From an optimization exercise on the open Yosys and OpenROAD flow, aimed at small area, a short achievable clock period and few clock cycles per item; shortcuts taken in it are not production practice.
The RTL was checked by simulation tests, not by an equivalence proof against the original design.
Power and IR drop assume default switching activity.

==> design.v <==
module le_task_unit (
    input  wire        clk,
    input  wire        rst,
    input  wire        start,
    input  wire [3:0]  typ,
    input  wire        en,
    input  wire        first,
    input  wire [4:0]  sh_a,
    input  wire [4:0]  sh_b,
    input  wire [4:0]  sh_c,
    input  wire [4:0]  sh_s,
    input  wire [5:0]  exp0,
    input  wire [5:0]  exp1,
    input  wire [23:0] k0,
    input  wire [23:0] k1,
    input  wire [23:0] k2,
    input  wire [23:0] k3,
    input  wire [23:0] k4,
    input  wire [23:0] k5,
    input  wire [23:0] k6,
    input  wire [23:0] k7,
    input  wire [47:0] src_a,
    input  wire [47:0] src_b,
    input  wire [47:0] src_c,
    input  wire [47:0] src_s,
    input  wire [23:0] st_out0,
    input  wire [23:0] st_out1,
    input  wire [31:0] st_w2,
    input  wire [31:0] st_w3,
    input  wire [31:0] st_w4,
    input  wire [31:0] st_w5,
    output reg         done,
    output reg  [23:0] out0,
    output reg  [23:0] out1,
    output reg  [31:0] w2_o,
    output reg  [31:0] w3_o,
    output reg  [31:0] w4_o,
    output reg  [31:0] w5_o,
    output reg         cfg_err,
    output reg         acc_sat,
    output reg         res_sat,
    output reg  [2:0]  sat_cnt
);
    localparam T_PID = 4'h1, T_FF = 4'h2, T_BIQUAD = 4'h4, T_LIMIT = 4'h7, T_GEAR = 4'h8;
    localparam signed [23:0] SIG_MAX = 24'sh7FFFFF;
    localparam signed [23:0] SIG_MIN = -24'sh7FFFFF;
    localparam signed [47:0] ACC_MAX = 48'sh7FFF_FFFF_FFFF;
    localparam signed [47:0] ACC_MIN = -48'sh7FFF_FFFF_FFFF;
    function signed [23:0] sat24;
        input signed [25:0] v;
        begin
            if (v > $signed({{2{1'b0}}, SIG_MAX}))
                sat24 = SIG_MAX;
            else if (v < $signed({{2{1'b1}}, SIG_MIN}))
                sat24 = SIG_MIN;
            else
                sat24 = v[23:0];
        end
    endfunction
    function signed [65:0] clamp66;
        input signed [81:0] v;
        begin
            if (v > 82'sh1_FFFF_FFFF_FFFF_FFFF)
                clamp66 = 66'sh1_FFFF_FFFF_FFFF_FFFF;
            else if (v < -82'sh2_0000_0000_0000_0000)
                clamp66 = -66'sh2_0000_0000_0000_0000;
            else
                clamp66 = v[65:0];
        end
    endfunction
    function signed [49:0] clamp50;
        input signed [81:0] v;
        begin
            if (v > 82'sh0_0000_0001_FFFF_FFFF_FFFF)
                clamp50 = 50'sh1_FFFF_FFFF_FFFF;
            else if (v < -82'sh0_0000_0002_0000_0000_0000)
                clamp50 = -50'sh2_0000_0000_0000;
            else
                clamp50 = v[49:0];
        end
    endfunction
    reg        busy;
    reg [3:0]  step;
    wire signed [23:0] c0 = k0, c1 = k1, c2 = k2, c3 = k3, c4 = k4, c6 = k6, c7 = k7;
    wire signed [5:0]  e0 = exp0;
    wire signed [5:0]  e1 = exp1;
    wire signed [4:0]  sha = sh_a, shb = sh_b, shc = sh_c, shs = sh_s;
    wire [1:0]         lim_mode = k5[1:0];
    wire clr_st = first && (typ == T_PID || typ == T_BIQUAD);
    wire signed [23:0] s2 = clr_st ? 24'sd0 : st_w2[23:0];
    wire signed [23:0] s3 = clr_st ? 24'sd0 : st_w3[23:0];
    wire signed [23:0] s4 = clr_st ? 24'sd0 : st_w4[23:0];
    wire signed [23:0] s5 = clr_st ? 24'sd0 : st_w5[23:0];
    wire signed [47:0] pid_i = clr_st ? 48'sd0 : {st_w3[15:0], st_w2};
    reg signed [23:0] r_e;       
    reg signed [23:0] r_b;       
    reg signed [23:0] r_pk;      
    reg signed [23:0] r_dk;      
    reg signed [23:0] r_d;       
    reg signed [47:0] r_i;       
    reg signed [47:0] acc;
    reg signed [48:0] r_plo;     
    reg signed [80:0] r_v;       
    reg signed [63:0] r_d0;      
    reg               f_acc, f_res, f_cfg;
    reg        [2:0]  n_sat;
    reg  signed [24:0] ma, mb;
    wire signed [49:0] prod = ma * mb;
    reg  signed [65:0] rx;
    reg         [5:0]  rn;
    wire        [65:0] rx_mag = rx[65] ? -rx : rx;
    wire        [65:0] rx_half = (rn == 6'd0) ? 66'd0 : (66'd1 << (rn - 6'd1));
    wire        [66:0] rx_rnd = ({1'b0, rx_mag} + {1'b0, rx_half}) >> rn;
    wire               rsr_ovf = rx_rnd > 67'h7FFFFF;
    wire        [23:0] rsr_mag = rsr_ovf ? 24'h7FFFFF : rx_rnd[23:0];
    wire signed [23:0] rsr_q = rx[65] ? -rsr_mag : rsr_mag;
    function [5:0] conv_n;
        input signed [4:0] sh;
        begin
            conv_n = 6'd24 - {{1{sh[4]}}, sh};
        end
    endfunction
    function [5:0] mac_n;
        input signed [5:0] e;
        begin
            mac_n = 6'd31 - e;
        end
    endfunction
    wire signed [65:0] a_q32 = {{2{src_a[47]}}, src_a, 16'd0};
    wire signed [65:0] b_q32 = {{2{src_b[47]}}, src_b, 16'd0};
    wire signed [65:0] s_q32 = {{2{src_s[47]}}, src_s, 16'd0};
    wire signed [81:0] pid_ab = ({{34{src_a[47]}}, src_a} - {{34{src_b[47]}}, src_b}) <<< 16;
    wire        [4:0]  pid_csh = 5'd16 + sh_c;
    wire signed [81:0] pid_cx = {{34{src_c[47]}}, src_c} <<< pid_csh;
    wire signed [81:0] pid_sum = pid_ab + pid_cx;
    wire signed [6:0]  ie_s = {e0[5], e0} + 7'sd1;
    wire signed [47:0] ie_p = prod[47:0];
    wire        [47:0] ie_mag = ie_p[47] ? -ie_p : ie_p;
    wire        [5:0]  ie_rn = -ie_s[5:0];
    wire        [47:0] ie_half = (ie_rn == 6'd0) ? 48'd0 : (48'd1 << (ie_rn - 6'd1));
    wire        [48:0] ie_rmag = ({1'b0, ie_mag} + {1'b0, ie_half}) >> ie_rn;
    wire signed [82:0] ie_right = ie_p[47] ? -$signed({34'd0, ie_rmag}) : $signed({34'd0, ie_rmag});
    wire signed [82:0] ie_left = $signed({{35{ie_p[47]}}, ie_p}) <<< ie_s[5:0];
    wire signed [82:0] ie = ie_s[6] ? ie_right : ie_left;
    wire signed [82:0] i_sum = $signed({{35{pid_i[47]}}, pid_i}) + ie;
    wire signed [47:0] i_lo = {c6, 24'd0};
    wire signed [47:0] i_hi = {c7, 24'd0};
    wire               lim_bad = c6 > c7;
    wire signed [47:0] i_new = lim_bad ? 48'sd0 :
                               (i_sum < $signed({{35{i_lo[47]}}, i_lo})) ? i_lo :
                               (i_sum > $signed({{35{i_hi[47]}}, i_hi})) ? i_hi : i_sum[47:0];
    wire        [47:0] ri_mag = r_i[47] ? -r_i : r_i;
    wire        [24:0] ri_rmag = (ri_mag + 48'h80_0000) >> 24;
    wire signed [25:0] ri = r_i[47] ? -$signed({1'b0, ri_rmag}) : $signed({1'b0, ri_rmag});
    reg                acc_first;    
    wire signed [49:0] acc_add = (acc_first ? 50'sd0 : {{2{acc[47]}}, acc}) + prod;
    wire               acc_hi = acc_add > $signed({{2{1'b0}}, ACC_MAX});
    wire               acc_lo = acc_add < $signed({{2{1'b1}}, ACC_MIN});
    wire               acc_ovf = acc_hi || acc_lo;
    wire signed [47:0] acc_next = acc_hi ? ACC_MAX : acc_lo ? ACC_MIN : acc_add[47:0];
    wire signed [65:0] acc_q = {{10{acc[47]}}, acc, 8'd0};
    wire signed [65:0] prod_q = {{10{prod[47]}}, prod[47:0], 8'd0};
    wire signed [72:0] g_p = ({{23{prod[49]}}, prod} <<< 24) + {{24{r_plo[48]}}, r_plo};
    wire signed [6:0]  g_s = {e0[5], e0} - 7'sd23;
    wire signed [80:0] g_pw = {{8{g_p[72]}}, g_p};
    wire signed [80:0] g_sh = g_s[6] ? (g_pw >>> (-g_s)) : (g_pw <<< g_s);
    wire signed [80:0] g_v = g_sh - {{33{src_b[47]}}, src_b};
    wire signed [63:0] g_d0 = first ? r_v[63:0] : {st_w3, st_w2};
    wire signed [81:0] g_diff = {r_v[80], r_v} - {{18{g_d0[63]}}, g_d0};
    wire signed [65:0] g_diff_q = {clamp50(g_diff), 16'd0};
    always @(*) begin
        ma = 25'sd0;
        mb = 25'sd0;
        rx = 66'sd0;
        rn = 6'd0;
        acc_first = 1'b0;
        case (typ)
            T_PID: case (step)
                4'd0: begin rx = clamp66(pid_sum); rn = conv_n(sha); end
                4'd1: begin ma = c0; mb = r_e; rx = prod_q; rn = mac_n(e0); end
                4'd2: begin ma = c2; mb = sat24({{2{r_e[23]}}, r_e} - {{2{s5[23]}}, s5}); rx = prod_q; rn = mac_n(e0); end
                4'd3: begin ma = c1; mb = r_e; end
                4'd4: begin ma = c3; mb = sat24({{2{r_dk[23]}}, r_dk} - {{2{s4[23]}}, s4}); rx = prod_q; rn = mac_n(e1); end
                4'd5: begin rx = s_q32; rn = conv_n(shs); end
                default: ;
            endcase
            T_FF: case (step)
                4'd0: begin rx = a_q32; rn = conv_n(sha); end
                4'd1: begin ma = c0; mb = r_e; acc_first = 1'b1; rx = b_q32; rn = conv_n(shb); end
                4'd2: begin ma = c1; mb = r_b; end
                4'd3: begin rx = acc_q; rn = mac_n(e0); end
                4'd4: begin rx = s_q32; rn = conv_n(shs); end
                default: ;
            endcase
            T_BIQUAD: case (step)
                4'd0: begin rx = a_q32; rn = conv_n(sha); end
                4'd1: begin ma = c0; mb = r_e; acc_first = 1'b1; end
                4'd2: begin ma = c1; mb = s2; end
                4'd3: begin ma = c2; mb = s3; end
                4'd4: begin ma = -c3; mb = s4; end
                4'd5: begin ma = -c4; mb = s5; end
                4'd6: begin rx = acc_q; rn = mac_n(e0); end
                4'd7: begin rx = s_q32; rn = conv_n(shs); end
                default: ;
            endcase
            T_LIMIT: case (step)
                4'd0: begin rx = a_q32; rn = conv_n(sha); end
                4'd1: begin rx = s_q32; rn = conv_n(shs); end
                4'd2: begin rx = b_q32; rn = conv_n(shb); end
                4'd3: begin ma = c4; mb = r_b; rx = prod_q; rn = mac_n(e0); end
                default: ;
            endcase
            T_GEAR: case (step)
                4'd0: begin ma = c0; mb = $signed({1'b0, src_a[23:0]}); end
                4'd1: begin ma = c0; mb = $signed(src_a[47:24]); end
                4'd2: begin rx = g_diff_q; rn = conv_n(sha); end
                4'd3: begin rx = s_q32; rn = conv_n(shs); end
                default: ;
            endcase
            default: ;
        endcase
    end
    wire known = (typ == T_PID) || (typ == T_FF) || (typ == T_BIQUAD) ||
                 (typ == T_LIMIT) || (typ == T_GEAR);
    task finish_keep;
        input cfg;
        begin
            out0    <= st_out0;
            out1    <= st_out1;
            w2_o    <= st_w2;
            w3_o    <= st_w3;
            w4_o    <= st_w4;
            w5_o    <= st_w5;
            cfg_err <= cfg;
            acc_sat <= 1'b0;
            res_sat <= 1'b0;
            sat_cnt <= 3'd0;
        end
    endtask
    wire signed [23:0] lim_c = (r_pk < c0) ? c0 : r_pk;         
    wire signed [23:0] lim_o = (lim_c > c1) ? c1 : lim_c;       
    wire signed [24:0] lim_r = c2[23] ? -{c2[23], c2} : {c2[23], c2};
    wire signed [24:0] lim_prev = {st_w2[23], st_w2[23:0]};
    wire signed [25:0] lim_up = lim_prev + lim_r;
    wire signed [25:0] lim_dn = lim_prev - lim_r;
    wire signed [25:0] lim_ox = {{2{lim_o[23]}}, lim_o};
    wire signed [25:0] lim_o1 = (lim_ox > lim_up) ? lim_up : lim_ox;
    wire signed [25:0] lim_o2 = (lim_o1 < lim_dn) ? lim_dn : lim_o1;
    wire signed [23:0] lim_out = (c2 != 24'sd0 && !first) ? lim_o2[23:0] : lim_o;
    wire signed [23:0] lim_abs = r_pk[23] ? -r_pk : r_pk;
    wire signed [23:0] lim_split0 = (lim_abs > c1) ? c1 : lim_abs;
    wire signed [23:0] lim_lead = sat24(r_pk[23] ? -{{2{c3[23]}}, c3} : {{2{c3[23]}}, c3});
    wire signed [23:0] pid_o1 = sat24({{2{r_pk[23]}}, r_pk} + ri);
    wire signed [23:0] pid_o2 = sat24({{2{pid_o1[23]}}, pid_o1} + {{2{r_d[23]}}, r_d});
    wire signed [23:0] pid_o3 = sat24({{2{pid_o2[23]}}, pid_o2} + {{2{rsr_q[23]}}, rsr_q});
    always @(posedge clk) begin
        if (rst) begin
            busy <= 1'b0;
            step <= 4'd0;
            done <= 1'b0;
        end else begin
            done <= 1'b0;
            if (!busy) begin
                if (start) begin
                    busy  <= 1'b1;
                    step  <= 4'd0;
                    f_acc <= 1'b0;
                    f_res <= 1'b0;
                    f_cfg <= 1'b0;
                    n_sat <= 3'd0;
                end
            end else begin
                step <= step + 4'd1;
                if (!en) begin
                    finish_keep(1'b0);
                    busy <= 1'b0;
                    done <= 1'b1;
                end else if (!known) begin
                    finish_keep(1'b1);
                    busy <= 1'b0;
                    done <= 1'b1;
                end else case (typ)
                    T_PID: case (step)
                        4'd0: r_e <= rsr_q;
                        4'd1: begin
                            r_pk <= rsr_q;
                            if (rsr_ovf) begin f_res <= 1'b1; n_sat <= n_sat + 3'd1; end
                        end
                        4'd2: begin
                            r_dk <= rsr_q;
                            if (rsr_ovf) begin f_res <= 1'b1; n_sat <= n_sat + 3'd1; end
                        end
                        4'd3: begin
                            r_i <= i_new;
                            if (lim_bad) f_cfg <= 1'b1;
                        end
                        4'd4: begin
                            r_d <= sat24({{2{s4[23]}}, sat24({{2{s4[23]}}, s4})} + {{2{rsr_q[23]}}, rsr_q});
                            if (rsr_ovf) begin f_res <= 1'b1; n_sat <= n_sat + 3'd1; end
                        end
                        default: begin
                            out0    <= pid_o3;
                            out1    <= st_out1;
                            w2_o    <= r_i[31:0];
                            w3_o    <= {16'd0, r_i[47:32]};
                            w4_o    <= {8'd0, r_d};
                            w5_o    <= {8'd0, r_e};
                            cfg_err <= f_cfg;
                            acc_sat <= f_acc;
                            res_sat <= f_res;
                            sat_cnt <= n_sat;
                            busy    <= 1'b0;
                            done    <= 1'b1;
                        end
                    endcase
                    T_FF: case (step)
                        4'd0: r_e <= rsr_q;
                        4'd1: begin acc <= acc_next; r_b <= rsr_q; end
                        4'd2: begin
                            acc <= acc_next;
                            if (acc_ovf) begin f_acc <= 1'b1; n_sat <= n_sat + 3'd1; end
                        end
                        4'd3: begin
                            r_pk <= rsr_q;
                            if (rsr_ovf) begin f_res <= 1'b1; n_sat <= n_sat + 3'd1; end
                        end
                        default: begin
                            out0    <= sat24({{2{r_pk[23]}}, r_pk} + {{2{rsr_q[23]}}, rsr_q});
                            out1    <= st_out1;
                            w2_o    <= st_w2;
                            w3_o    <= st_w3;
                            w4_o    <= st_w4;
                            w5_o    <= st_w5;
                            cfg_err <= 1'b0;
                            acc_sat <= f_acc;
                            res_sat <= f_res;
                            sat_cnt <= n_sat;
                            busy    <= 1'b0;
                            done    <= 1'b1;
                        end
                    endcase
                    T_BIQUAD: case (step)
                        4'd0: r_e <= rsr_q;
                        4'd1, 4'd2, 4'd3, 4'd4, 4'd5: begin
                            acc <= acc_next;
                            if (acc_ovf) begin f_acc <= 1'b1; n_sat <= n_sat + 3'd1; end
                        end
                        4'd6: begin
                            r_pk <= rsr_q;
                            if (rsr_ovf) begin f_res <= 1'b1; n_sat <= n_sat + 3'd1; end
                        end
                        default: begin
                            out0    <= sat24({{2{r_pk[23]}}, r_pk} + {{2{rsr_q[23]}}, rsr_q});
                            out1    <= st_out1;
                            w2_o    <= {8'd0, r_e};
                            w3_o    <= {8'd0, s2};
                            w4_o    <= {8'd0, r_pk};
                            w5_o    <= {8'd0, s4};
                            cfg_err <= 1'b0;
                            acc_sat <= f_acc;
                            res_sat <= f_res;
                            sat_cnt <= n_sat;
                            busy    <= 1'b0;
                            done    <= 1'b1;
                        end
                    endcase
                    T_LIMIT: case (step)
                        4'd0: begin
                            if (lim_mode[1]) begin
                                finish_keep(1'b1);
                                busy <= 1'b0;
                                done <= 1'b1;
                            end
                            r_e <= rsr_q;
                        end
                        4'd1: r_pk <= sat24({{2{r_e[23]}}, r_e} + {{2{rsr_q[23]}}, rsr_q});
                        4'd2: begin
                            r_b <= rsr_q;
                            if (!lim_mode[0]) begin
                                out0    <= lim_out;
                                out1    <= st_out1;
                                w2_o    <= {8'd0, lim_out};
                                w3_o    <= st_w3;
                                w4_o    <= st_w4;
                                w5_o    <= st_w5;
                                cfg_err <= 1'b0;
                                acc_sat <= 1'b0;
                                res_sat <= 1'b0;
                                sat_cnt <= 3'd0;
                                busy    <= 1'b0;
                                done    <= 1'b1;
                            end
                        end
                        default: begin
                            out0    <= lim_split0;
                            out1    <= sat24({{2{lim_lead[23]}}, lim_lead} + {{2{rsr_q[23]}}, rsr_q});
                            w2_o    <= st_w2;
                            w3_o    <= st_w3;
                            w4_o    <= st_w4;
                            w5_o    <= st_w5;
                            cfg_err <= 1'b0;
                            acc_sat <= 1'b0;
                            res_sat <= rsr_ovf;
                            sat_cnt <= rsr_ovf ? 3'd1 : 3'd0;
                            busy    <= 1'b0;
                            done    <= 1'b1;
                        end
                    endcase
                    T_GEAR: case (step)
                        4'd0: r_plo <= prod[48:0];
                        4'd1: r_v <= g_v;
                        4'd2: begin
                            r_e  <= rsr_q;
                            r_d0 <= g_d0;
                        end
                        default: begin
                            out0    <= sat24({{2{r_e[23]}}, r_e} + {{2{rsr_q[23]}}, rsr_q});
                            out1    <= st_out1;
                            w2_o    <= r_d0[31:0];
                            w3_o    <= r_d0[63:32];
                            w4_o    <= st_w4;
                            w5_o    <= st_w5;
                            cfg_err <= 1'b0;
                            acc_sat <= 1'b0;
                            res_sat <= 1'b0;
                            sat_cnt <= 3'd0;
                            busy    <= 1'b0;
                            done    <= 1'b1;
                        end
                    endcase
                    default: ;
                endcase
            end
        end
    end
endmodule
==> run.sh <==
#!/bin/bash
# synth_recipe.tcl (not shown) runs the flow's synth.tcl, then flattens the netlist and writes it again
# the make line also repeats each setting of config.mk as NAME=value (left out here)
make -C /OpenROAD-flow-scripts/flow DESIGN_CONFIG=/design/flow/config.mk WORK_HOME=/design/flow/orfs CLKGATE_MAP_FILE= SYNTH_SCRIPT=/design/flow/synth_recipe.tcl finish
==> config.mk <==
export PLATFORM = sky130hd
export DESIGN_NAME = le_task_unit
export DESIGN_NICKNAME = le_task_unit
export VERILOG_FILES = /design/flow/design.v
export SDC_FILE = /design/flow/constraint.sdc
export NUM_CORES = 4
export LEC_CHECK = 0
export CAP_MARGIN = 20
export CORE_MARGIN = 2
export CORE_UTILIZATION = 25
export PLACE_DENSITY = 0.4
export SLEW_MARGIN = 20
==> constraint.sdc <==
create_clock -name core_clock -period 40.0 [get_ports {clk}]
set_input_delay 8.0000 -clock core_clock [delete_from_list [all_inputs] [get_ports {clk}]]
set_output_delay 8.0000 -clock core_clock [all_outputs]
set_load 0.01 [all_outputs]
==> key figures <==
Power
  • Combinational share of power: 0.642
  • Sequential power share: 0.164
  • Switch Pwr: between 2 and 2.5 mW
  • LEAKAGE: between 70 and 80 nW
  • Maximum vdd drop: about 0.037 mV
  • Final Power: 4.49 mW
  • Clock power share: 0.194
  • Switching share of total power: 0.510
  • Pwr/cell area: approximately 27 mW/mm2
  • Internal: between 2 and 2.5 mW

Finish
  • # fillers: between 60000 and 70000
  • Area Overhead vs Synth: 19.6%
  • Nets: around 22000
  • Layout cell share with drive strength beyond 1: 0.0977
  • Final cell count without fillers: 27600
  • Most frequent cells in the layout: nand2_1, a21oi_1, nor2_1
  • Most common cell after layout, fill and taps aside: nand2_1
  • Finished Cell Area: approximately 0.17 mm2

Global route
  • Grt ovf: 0
  • Global route hottest layer: met2
  • Largest net degree at the start of global routing: about 120
  • Grt met3 use: 0.0588
  • Met2 Use GR: 0.482
  • Total track usage: 0.318
  • Antenna violations before repair: between 150 and 200
  • First-pass GRT wire length: between 1000 and 1500 mm
  • Vias in the first global route: approximately 150k
  • M1 GR Usage: 0.417

Synth
  • Seq/Total Area, Yosys: 0.129
  • Synth top area share: 0.128
  • Yosys warns: 1
  • Post-synth top area cell: edfxtp_1
  • Netlist cell types: 123
  • Fraction of registers with async set/reset: 0
  • Post-Synthesis Cells: ~19000
  • Syn avg cell area: between 7 and 8 um2
  • Synth area leaders: edfxtp_1, ha_1, fa_1
  • Ys flop type: edfxtp_1
  • #FFs+latches synth: about 600
  • Post-Syn Area: around 0.14 mm2
  • EDFF count, synth: between 500 and 600

Timing
  • Final period util: 0.953
  • # setup viols final: 0
  • Setup TNS: 0 ns
  • Final worst setup slack: about 1.9 ns
  • FMAX: between 0.02 and 0.03 GHz
  • Rel. slew slack: 0.103
  • Final slew viol count: 0
  • Fin crit period: about 38 ns
  • Worst-Margin Slew: 1.34 ns
  • RSZ-0062 raised after global routing: false
  • Worst Clk Skew: approximately 0.095 ns
  • Final Hold Viols: 0

Clock tree
  • Clock Sinks: 604
  • Post-CTS Hold Fix Bufs: 0
  • Worst-path clk slew: about 0.060 ns
  • Num CTS Buffers: between 90 and 100
  • CTS tree: built
  • Worst-skew pair later-pin latency: approximately 0.91 ns
  • Clock tree buffer depth: 4
  • CTS root buffer: clkbuf_16
  • H-Tree Depth: 3

Placement
  • Port bufs: 761
  • DPL Wire Length: 786 mm
  • Post-DP Area: approximately 0.16 mm2
  • Routability cong.: about 1.0
  • # placed instances: between 20000 and 30000
  • Placement Setup Slack: between 0.5 and 0.6 ns

Floorplan
  • Total die area: approximately 0.57 mm2
  • Die height: between 700 and 800 um
  • Die Width: around 750 um
  • Total core area: ~0.56 mm2
  • IO Pins: 784
  • Starting density of the core: 0.251
  • Cell Rows: between 200 and 300

Route
  • Vias: 157000
  • Drt drc: 0
  • Routed Antenna Nets: 0
  • Drt via density: 5.67
  • Avg WL per Cell: roughly 34 um
  • DR iter-0 viols: approximately 19000
  • Detailed Routing Iterations Pass 1: 9
  • Final WL: around 940 mm

Critical path
  • Required time of the critical path: roughly 40 ns
  • Worst Setup Start Kind: input port
  • Slowest-stage cell, CP: a221oi_4
  • CP endpoint kind: flop
  • Critical path peak fanout: 52
  • FF-to-FF path depth: between 100 and 150
  • Critical Path AT: about 39 ns
  • Delay of the slowest cell on the worst path: between 0.9 and 1 ns
  • Worst setup path class: in2reg

Min path
  • Hold Crit Depth: 1
  • Min-Delay Path Class: reg2reg

Outcome
  • Status: timing/DRC/antenna clean

Run
  • Maxcap violations: 0
==> critical path, delay by kind of cell <==
kind | cells | cell delay, ns
AOI/OAI and AO/OA | 57 | 14.32
adders and majority gates | 13 | 5.82
and+or+nand+nor | 23 | 4.91
buffers and inverters | 24 | 4.49
xor gates and xnor gates | 5 | 0.97
muxes | 1 | 0.14
==> sequential cells by signal (all words and copies together) (netlist names), 3 cells and up <==
signal and count:
r_plo 49, acc 48, w5_o 32, out0 24, r_i 48, n_sat 3, r_pk 24, r_e 24
r_d0 64, sat_cnt 3, out1 24, r_dk 24, r_d 24, w4_o 32, step 4, r_v 81
w2_o 32, w3_o 32, r_b 24
==> Yosys cell counts (47+ instances only) <==
library cell and number:
or3_1 117, mux2_2 111, a21o_1 356, and2_1 290, nand4_1 195, a211o_1 56
a21oi_1 1687, or2_2 80, buf_1 167, nor2_1 1624, o22ai_1 105, o221ai_1 54
xor2_1 302, nor4_1 88, nand3_1 335, a2111oi_0 47, clkbuf_1 833, o21a_1 154
nor2b_1 188, a21boi_0 96, o211ai_1 154, and3_1 150, xnor2_1 753, ha_1 1261
inv_1 1462, a31oi_1 172, a222oi_1 97, nand2b_1 263, a221oi_1 146, mux2i_1 511
o31ai_1 127, o21ai_0 1477, nor3_1 276, o21bai_1 194, nand2_1 2258, a211oi_1 235
edfxtp_1 598, a22oi_1 228, fa_1 678
==> power groups by stage <==
stage | Clock [mW] | Combinational (mW) | Sequential (mW)
after global routing | 0.906 | 3.05 | 0.736
final | 0.872 | 2.88 | 0.736
after floorplan | 0 | 1.58 | 0.753
after CTS | 0.892 | 2.81 | 0.736
after global placement | 0 | 2.80 | 0.749
after detailed placement | 0 | 2.79 | 0.749
==> final cells by class <==
class                           count  area [um2]  share of cell area
Multi-Input combinational cell  15800      114000               0.681
Inverter                         1470        5530              0.0330
Sequential cell                   604       18100               0.108
Timing Repair Buffer             2007       17200               0.103
Antenna cell                      127         318             0.00190
Tap cell                         7452        9320              0.0557
Clock buffer                      108        2390              0.0143
Clock inverter                     59         644             0.00385
==> repair_timing <==
item / in CTS / in global routing
endpoints found under the setup margin: 0 / 61
setup buffers: 0 / 2
gates resized for setup: 0 / 12
==> final timing paths <==
| kind | from | to | slack, ns |
|---|---|---|---|
| max reg2reg | r_e[2] | r_i[30] | 10.03 |
| min reg2reg | r_d0[62] | w3_o[30] | 0.55 |
| max | typ[0] | r_i[30] | 1.90 |
| min | r_d0[62] | w3_o[30] | 0.55 |
==> through the flow <==
step | hold WS [ns] | util
after floorplan | 0.452 | -
after global placement | 0.530 | 0.294
after detailed placement | 0.533 | 0.294
after CTS | 0.548 | 0.300
after global routing | 0.560 | 0.300
final | 0.548 | 0.300
==> cell families (layout without fill, tap and decap cells) <==
family,after synthesis,count (layout),synth area share
flops,604,604,0.129
mux,662,662,0.0517
buf+inv,2498,3644,0.0674
compound gates,5997,5997,0.274
simple gates,6107,6107,0.202
other cells,2,131,0.0000536
fa+ha+maj,1943,1943,0.210
xor+xnor,1055,1055,0.0660
==> metal layers <==
metal / up-vias / routed length, um
li1: 70300 / -
met1: 77600 / 398000
met2: 7160 / 400000
met3: 1521 / 73300
met4: 66 / 70100
met5: - / 437
Testbench counts, summed over its fixed seeds: cycles 42,050, items 6,400.

==> separate check: timing with driven ports <==
The results above use ideal ports. As a check the final layout listed here was re-extracted and re-timed, cells and wires unchanged.
Step 1: set_driving_cell puts a clkbuf_16 on clk and a buf_2 on each other input, an assumption about the parent block.
Step 2 also shifts input and output timing later by t, the mid clock arrival at the registers, as if the neighbouring blocks saw the same clock.
a / b / c = no drivers / after step 1 / after step 2; a / b = the first two.
shift t [ns]: 0.976
setup WS [ns]: 1.896 / 1.983 / 1.007
clock arrival spread, ns: 0.096 / 0.096
After both steps this run still meets setup and hold. The setup slack of this run moves by +0.087 ns with the drivers and by -0.889 ns with both steps.
